Context: an optimization exercise on an open-source flow, tuned for small area, a short achievable clock period and few clock cycles. The choices shown serve that exercise and are no tape-out recipe. RTL that was checked went through simulation tests only; none was proved equivalent to the original.

==> run H: inputs <==
==> flow/design.v <==
module sha256_engine (
    input  wire         clk,
    input  wire         rst,           
    input  wire         blk_valid,
    output wire         blk_ready,
    input  wire         blk_first,     
    input  wire [511:0] blk_data,      
    output reg          dig_valid,
    output wire [255:0] digest         
);
    localparam [31:0] IV0 = 32'h6A09E667, IV1 = 32'hBB67AE85, IV2 = 32'h3C6EF372, IV3 = 32'hA54FF53A,
                      IV4 = 32'h510E527F, IV5 = 32'h9B05688C, IV6 = 32'h1F83D9AB, IV7 = 32'h5BE0CD19;
    reg  [5:0]  t;
    reg  [31:0] k_nx;
    always @(*) begin
        case (t)
             0: k_nx = 32'h71374491;   1: k_nx = 32'hB5C0FBCF;   2: k_nx = 32'hE9B5DBA5;   3: k_nx = 32'h3956C25B;
             4: k_nx = 32'h59F111F1;   5: k_nx = 32'h923F82A4;   6: k_nx = 32'hAB1C5ED5;   7: k_nx = 32'hD807AA98;
             8: k_nx = 32'h12835B01;   9: k_nx = 32'h243185BE;  10: k_nx = 32'h550C7DC3;  11: k_nx = 32'h72BE5D74;
            12: k_nx = 32'h80DEB1FE;  13: k_nx = 32'h9BDC06A7;  14: k_nx = 32'hC19BF174;  15: k_nx = 32'hE49B69C1;
            16: k_nx = 32'hEFBE4786;  17: k_nx = 32'h0FC19DC6;  18: k_nx = 32'h240CA1CC;  19: k_nx = 32'h2DE92C6F;
            20: k_nx = 32'h4A7484AA;  21: k_nx = 32'h5CB0A9DC;  22: k_nx = 32'h76F988DA;  23: k_nx = 32'h983E5152;
            24: k_nx = 32'hA831C66D;  25: k_nx = 32'hB00327C8;  26: k_nx = 32'hBF597FC7;  27: k_nx = 32'hC6E00BF3;
            28: k_nx = 32'hD5A79147;  29: k_nx = 32'h06CA6351;  30: k_nx = 32'h14292967;  31: k_nx = 32'h27B70A85;
            32: k_nx = 32'h2E1B2138;  33: k_nx = 32'h4D2C6DFC;  34: k_nx = 32'h53380D13;  35: k_nx = 32'h650A7354;
            36: k_nx = 32'h766A0ABB;  37: k_nx = 32'h81C2C92E;  38: k_nx = 32'h92722C85;  39: k_nx = 32'hA2BFE8A1;
            40: k_nx = 32'hA81A664B;  41: k_nx = 32'hC24B8B70;  42: k_nx = 32'hC76C51A3;  43: k_nx = 32'hD192E819;
            44: k_nx = 32'hD6990624;  45: k_nx = 32'hF40E3585;  46: k_nx = 32'h106AA070;  47: k_nx = 32'h19A4C116;
            48: k_nx = 32'h1E376C08;  49: k_nx = 32'h2748774C;  50: k_nx = 32'h34B0BCB5;  51: k_nx = 32'h391C0CB3;
            52: k_nx = 32'h4ED8AA4A;  53: k_nx = 32'h5B9CCA4F;  54: k_nx = 32'h682E6FF3;  55: k_nx = 32'h748F82EE;
            56: k_nx = 32'h78A5636F;  57: k_nx = 32'h84C87814;  58: k_nx = 32'h8CC70208;  59: k_nx = 32'h90BEFFFA;
            60: k_nx = 32'hA4506CEB;  61: k_nx = 32'hBEF9A3F7;  62: k_nx = 32'hC67178F2;  63: k_nx = 32'h428A2F98;
            default: k_nx = 32'h00000000;
        endcase
    end
    function [31:0] rotr(input [31:0] x, input integer n);
        rotr = (x >> n) | (x << (32 - n));
    endfunction
    function [31:0] big_sigma0(input [31:0] x);
        big_sigma0 = rotr(x, 2) ^ rotr(x, 13) ^ rotr(x, 22);
    endfunction
    function [31:0] big_sigma1(input [31:0] x);
        big_sigma1 = rotr(x, 6) ^ rotr(x, 11) ^ rotr(x, 25);
    endfunction
    function [31:0] small_sigma0(input [31:0] x);
        small_sigma0 = rotr(x, 7) ^ rotr(x, 18) ^ (x >> 3);
    endfunction
    function [31:0] small_sigma1(input [31:0] x);
        small_sigma1 = rotr(x, 17) ^ rotr(x, 19) ^ (x >> 10);
    endfunction
    function [31:0] csa_s(input [31:0] x, input [31:0] y, input [31:0] z);
        csa_s = x ^ y ^ z;
    endfunction
    function [31:0] csa_c(input [31:0] x, input [31:0] y, input [31:0] z);
        csa_c = {((x[30:0] & y[30:0]) | (x[30:0] & z[30:0]) | (y[30:0] & z[30:0])), 1'b0};
    endfunction
    reg  idle, pre0, pre1, pre2, ld, run;
    reg  fin;         
    reg  go;          
    reg  init_iv;     
    reg  first_cur;   
    reg  h_iv;        
    reg  rot;         
    reg  ffg;         
    reg  use_sch;     
    reg  rdy;
    reg  [3:0] wsel;  
    reg  n_idle, n_pre0, n_pre1, n_pre2, n_ld, n_run, n_fin, n_go;
    reg  [5:0] n_t;
    always @(*) begin
        n_idle = 1'b0; n_pre0 = 1'b0; n_pre1 = 1'b0; n_pre2 = 1'b0; n_ld = 1'b0; n_run = 1'b0;
        n_fin = fin; n_go = go; n_t = t;
        if (idle) begin
            if (blk_valid) n_pre0 = 1'b1; else n_idle = 1'b1;
        end
        if (pre0) n_pre1 = 1'b1;
        if (pre1) n_pre2 = 1'b1;
        if (pre2) begin n_ld = 1'b1; n_fin = 1'b0; n_go = 1'b1; end
        if (ld) begin
            if (go) begin n_run = 1'b1; n_t = 6'd0; end
            else n_idle = 1'b1;
        end
        if (run) begin
            if (t == 6'd63) begin n_ld = 1'b1; n_fin = 1'b1; n_go = blk_valid; end
            else begin n_run = 1'b1; n_t = t + 6'd1; end
        end
    end
    wire n_fetch0 = n_pre2 || (n_run && n_t == 6'd63);
    assign blk_ready = rdy;
    reg  [31:0] a, b, c, d, e, f, g, x;
    reg  [31:0] w [0:15];
    reg  [31:0] hc [0:7];    
    genvar gi;
    generate
        for (gi = 0; gi < 8; gi = gi + 1) begin : g_dig
            assign digest[255 - 32*gi -: 32] = hc[gi];
        end
    endgenerate
    wire [31:0] s1  = big_sigma1(e);
    wire [31:0] ch  = (e & f) ^ (~e & g);
    wire [31:0] s0  = big_sigma0(a);
    wire [31:0] maj = (a & b) | (a & c) | (b & c);
    wire [31:0] a1s = csa_s(x, ch, maj),   a1c = csa_c(x, ch, maj);
    wire [31:0] a2s = csa_s(s0, s1, a1s),  a2c = csa_c(s0, s1, a1s);
    wire [31:0] a3s = csa_s(a2s, a2c, a1c), a3c = csa_c(a2s, a2c, a1c);
    wire [31:0] a_nxt = a3s + a3c;
    wire [31:0] e1s = csa_s(x, ch, d),     e1c = csa_c(x, ch, d);
    wire [31:0] e2s = csa_s(e1s, e1c, s1), e2c = csa_c(e1s, e1c, s1);
    wire [31:0] e_nxt = e2s + e2c;
    reg [31:0] iv_a, iv_e;
    always @(*) begin
        if (ld) begin
            iv_a = IV0; iv_e = IV4;
        end else begin
            case (t[1:0])
                2'd1:    begin iv_a = IV3; iv_e = IV7; end
                2'd2:    begin iv_a = IV2; iv_e = IV6; end
                default: begin iv_a = IV1; iv_e = IV5; end
            endcase
        end
    end
    wire        base_iv = first_cur && ffg;
    wire [31:0] base_a = base_iv ? iv_a : hc[3];
    wire [31:0] base_e = base_iv ? iv_e : hc[7];
    wire [31:0] sum_a  = base_a + (ffg ? a : 32'd0);
    wire [31:0] sum_e  = base_e + (ffg ? e : 32'd0);
    wire [31:0] w_blk = blk_data[511 - 32*wsel -: 32];
    wire [31:0] ws1s = csa_s(small_sigma1(w[14]), w[9], small_sigma0(w[1]));
    wire [31:0] ws1c = csa_c(small_sigma1(w[14]), w[9], small_sigma0(w[1]));
    wire [31:0] ws2s = csa_s(ws1s, ws1c, w[0]), ws2c = csa_c(ws1s, ws1c, w[0]);
    wire [31:0] w_sch = ws2s + ws2c;
    wire [31:0] w_in = use_sch ? w_sch : w_blk;
    wire        fetch0  = pre2 || (run && t == 6'd63);
    wire        init_nx = blk_first || (h_iv && pre2);
    wire [31:0] x1s = csa_s(g, k_nx, w[15]), x1c = csa_c(g, k_nx, w[15]);
    wire [31:0] x_nxt = x1s + x1c;
    integer i;
    always @(posedge clk) begin
        x <= x_nxt;
        if (ld) begin
            a <= init_iv ? IV0 : sum_a;
            b <= init_iv ? IV1 : hc[0];
            c <= init_iv ? IV2 : hc[1];
            d <= init_iv ? IV3 : hc[2];
            e <= init_iv ? IV4 : sum_e;
            f <= init_iv ? IV5 : hc[4];
            g <= init_iv ? IV6 : hc[5];
        end else begin
            a <= a_nxt; b <= a; c <= b; d <= c;
            e <= e_nxt; f <= e;
            g <= fetch0 ? (init_nx ? IV7 : hc[5]) : f;
        end
        for (i = 0; i < 15; i = i + 1)
            w[i] <= w[i + 1];
        w[15] <= w_in;
        if (rot) begin
            hc[0] <= sum_a; hc[1] <= hc[0]; hc[2] <= hc[1]; hc[3] <= hc[2];
            hc[4] <= sum_e; hc[5] <= hc[4]; hc[6] <= hc[5]; hc[7] <= hc[6];
        end
        if (rst) begin
            idle <= 1'b1; pre0 <= 1'b0; pre1 <= 1'b0; pre2 <= 1'b0; ld <= 1'b0; run <= 1'b0;
            t         <= 6'd63;
            fin       <= 1'b0;
            go        <= 1'b0;
            h_iv      <= 1'b1;
            rot       <= 1'b0;
            rdy       <= 1'b0;
            dig_valid <= 1'b0;
        end else begin
            idle <= n_idle; pre0 <= n_pre0; pre1 <= n_pre1; pre2 <= n_pre2; ld <= n_ld; run <= n_run;
            t <= n_t; fin <= n_fin; go <= n_go;
            rot <= n_pre0 || n_pre1 || n_pre2 || n_ld
                   || (n_run && (n_t == 6'd61 || n_t == 6'd62 || n_t == 6'd63));
            rdy <= n_run && (n_t == 6'd13);
            dig_valid <= ld && fin;
            if (ld && fin) h_iv <= 1'b0;
        end
        ffg     <= n_run || (n_ld && n_fin);
        use_sch <= n_run && (n_t >= 6'd14) && (n_t != 6'd63);
        wsel    <= n_fetch0 ? 4'd0 : n_ld ? 4'd1 : n_t[3:0] + 4'd2;
        if (fetch0) init_iv <= init_nx;
        if (ld && go) first_cur <= init_iv;
    end
endmodule
==> flow/flow/run.sh <==
#!/bin/bash
set -euo pipefail
export SETUP_SLACK_MARGIN=6
bash standard.sh > standard_flow.log 2>&1
==> flow/standard.sh <==
#!/bin/bash
# synth_recipe.tcl (not shown) runs the flow's synth.tcl, then flattens the netlist and writes it again
# the make line also repeats each setting of config.mk as NAME=value (left out here)
make -C /OpenROAD-flow-scripts/flow DESIGN_CONFIG=/design/flow/config.mk WORK_HOME=/design/flow/orfs CLKGATE_MAP_FILE= SYNTH_SCRIPT=/design/flow/synth_recipe.tcl "${@:-finish}"
==> flow/config.mk <==
export PLATFORM = sky130hd
export DESIGN_NAME = sha256_engine
export DESIGN_NICKNAME = sha256_engine
export VERILOG_FILES = /design/flow/design.v
export SDC_FILE = /design/flow/constraint.sdc
export NUM_CORES = 4
export LEC_CHECK = 0
export CAP_MARGIN = 20
export CORE_MARGIN = 2
export CORE_UTILIZATION = 60
export PLACE_DENSITY = 0.72
export SLEW_MARGIN = 20
==> flow/constraint.sdc <==
create_clock -name core_clock -period 11.0 [get_ports {clk}]
set_input_delay 2.2000 -clock core_clock [delete_from_list [all_inputs] [get_ports {clk}]]
set_output_delay 2.2000 -clock core_clock [all_outputs]
set_load 0.01 [all_outputs]
==> run C: changes against run H <==
--- a/flow/design.v
+++ b/flow/design.v
@@ -131,7 +131,7 @@
     wire [31:0] w_sch = ws2s + ws2c;
     wire [31:0] w_in = use_sch ? w_sch : w_blk;
-    wire        fetch0  = pre2 || (run && t == 6'd63);
-    wire        init_nx = blk_first || (h_iv && pre2);
-    wire [31:0] x1s = csa_s(g, k_nx, w[15]), x1c = csa_c(g, k_nx, w[15]);
+    wire [31:0] h_init = init_iv ? IV7 : hc[6];
+    wire [31:0] x_h    = ld ? h_init : g;
+    wire [31:0] x1s = csa_s(x_h, k_nx, w[15]), x1c = csa_c(x_h, k_nx, w[15]);
     wire [31:0] x_nxt = x1s + x1c;
     integer i;
@@ -148,6 +148,5 @@
         end else begin
             a <= a_nxt; b <= a; c <= b; d <= c;
-            e <= e_nxt; f <= e;
-            g <= fetch0 ? (init_nx ? IV7 : hc[5]) : f;
+            e <= e_nxt; f <= e; g <= f;
         end
         for (i = 0; i < 15; i = i + 1)
@@ -179,5 +178,5 @@
         use_sch <= n_run && (n_t >= 6'd14) && (n_t != 6'd63);
         wsel    <= n_fetch0 ? 4'd0 : n_ld ? 4'd1 : n_t[3:0] + 4'd2;
-        if (fetch0) init_iv <= init_nx;
+        if (pre2 || (run && t == 6'd63)) init_iv <= blk_first || (h_iv && pre2);
         if (ld && go) first_cur <= init_iv;
     end
==> flow/run.sh (new file) <==
#!/bin/bash
# synth_recipe.tcl (not shown) runs the flow's synth.tcl, then flattens the netlist and writes it again
# the make line also repeats each setting of config.mk as NAME=value (left out here)
make -C /OpenROAD-flow-scripts/flow DESIGN_CONFIG=/design/flow/config.mk WORK_HOME=/design/flow/orfs CLKGATE_MAP_FILE= SYNTH_SCRIPT=/design/flow/synth_recipe.tcl finish
--- a/flow/config.mk
+++ b/flow/config.mk
@@ -8,5 +8,6 @@
 export CAP_MARGIN = 20
 export CORE_MARGIN = 2
-export CORE_UTILIZATION = 60
-export PLACE_DENSITY = 0.72
+export CORE_UTILIZATION = 40
+export PLACE_DENSITY = 0.6
+export SETUP_SLACK_MARGIN = 5
 export SLEW_MARGIN = 20
removed: flow/flow/run.sh
removed: flow/standard.sh
==> summary.txt <==
- Between run C and run H, the lower non-clock buffer count is in run C (gap 17).
- Of run H and run C, run C has the higher cell area (gap about 1.6%, measured against run C).
- Of run C and run H, run C has the higher area after synthesis (gap about 2%, measured against run H).
- In sequential cell count, run C and run H do not differ.
- Against run H, the synthesized cell count of run C is larger by about 6%.
- Against run C, the global-route usage of run H is higher by 16 points.
- Against run H, the sequential share of layout area of run C is lower by 0.73 points.
==> figures <==
| item | run C | run H |
|---|---|---|
| Worst Hold Path EP | w[10][17] | w[3][11] |
| Final standard cell count with taps included and fillers excluded | 7479 | 6628 |
| Crit path depth | 16 | 17 |
| Destination of the worst register-to-register timing path | x[28] | w[15][31] |
| Post-CTS resize count | 1 | 51 |
| WP buf/inv | 4 | 2 |
| Actual slew at the worst max-slew pin | 1.139 ns | 1.373 ns |
| Post-Route Utilization | 50.33% | 76.03% |
| Number of ordinary and repair buffers in the finished layout | 835 | 852 |
| Number of global-route vias before repair | 41140 | 42850 |
| Source-to-sink clock delay at the later pin of the worst-skew pair | 0.78 ns | 0.73 ns |
| Result of the run | complete, no violations | complete, no violations |
| Met2 track utilization from global routing | 46.29% | 68.46% |
| DR WL met2 | 94420 um | 92750 um |
| Filler instances | 12040 | 5529 |
| Placed Instance Area | 0.06339 mm2 | 0.06156 mm2 |
| Final critical-path share of the clock period | 50.97% | 46.50% |
Testbench counts of run H, summed over its fixed seeds: cycles 12,528.
Only the layout flow was run in run C; the RTL was not checked for function there.

[afterwards: timing with drivers on the ports]
The flow's constraints put no driver on any port. The routed layouts listed below were extracted and timed again, unchanged, in two steps.
Step 1 assumes that a clkbuf_16 drives the clock port and a buf_2 every other input.
Step 2, shift: input delay + t, output delay - t, t = (earliest + latest rising clock arrival at the registers) / 2. This alone moves slack from input paths to output paths.
Three values: ideal, step 1, step 2; two values: the first two.
run | t (ns) | slack for setup (ns) | hold WS [ns] | clock arrival spread, ns | worst data-port slew with drivers (ns)
run H | 0.770 | 5.885 / 5.885 / 5.300 | 0.295 / 0.295 / 0.295 | 0.069 / 0.069 | 0.34
run C | 0.820 | 5.393 / 5.393 / 4.784 | 0.305 / 0.305 / 0.305 | 0.071 / 0.070 | 0.29
After both steps every run listed still meets setup and hold. For run C, which loses most, drivers alone change the setup slack by 0.000 ns; drivers and shift together by -0.609 ns.
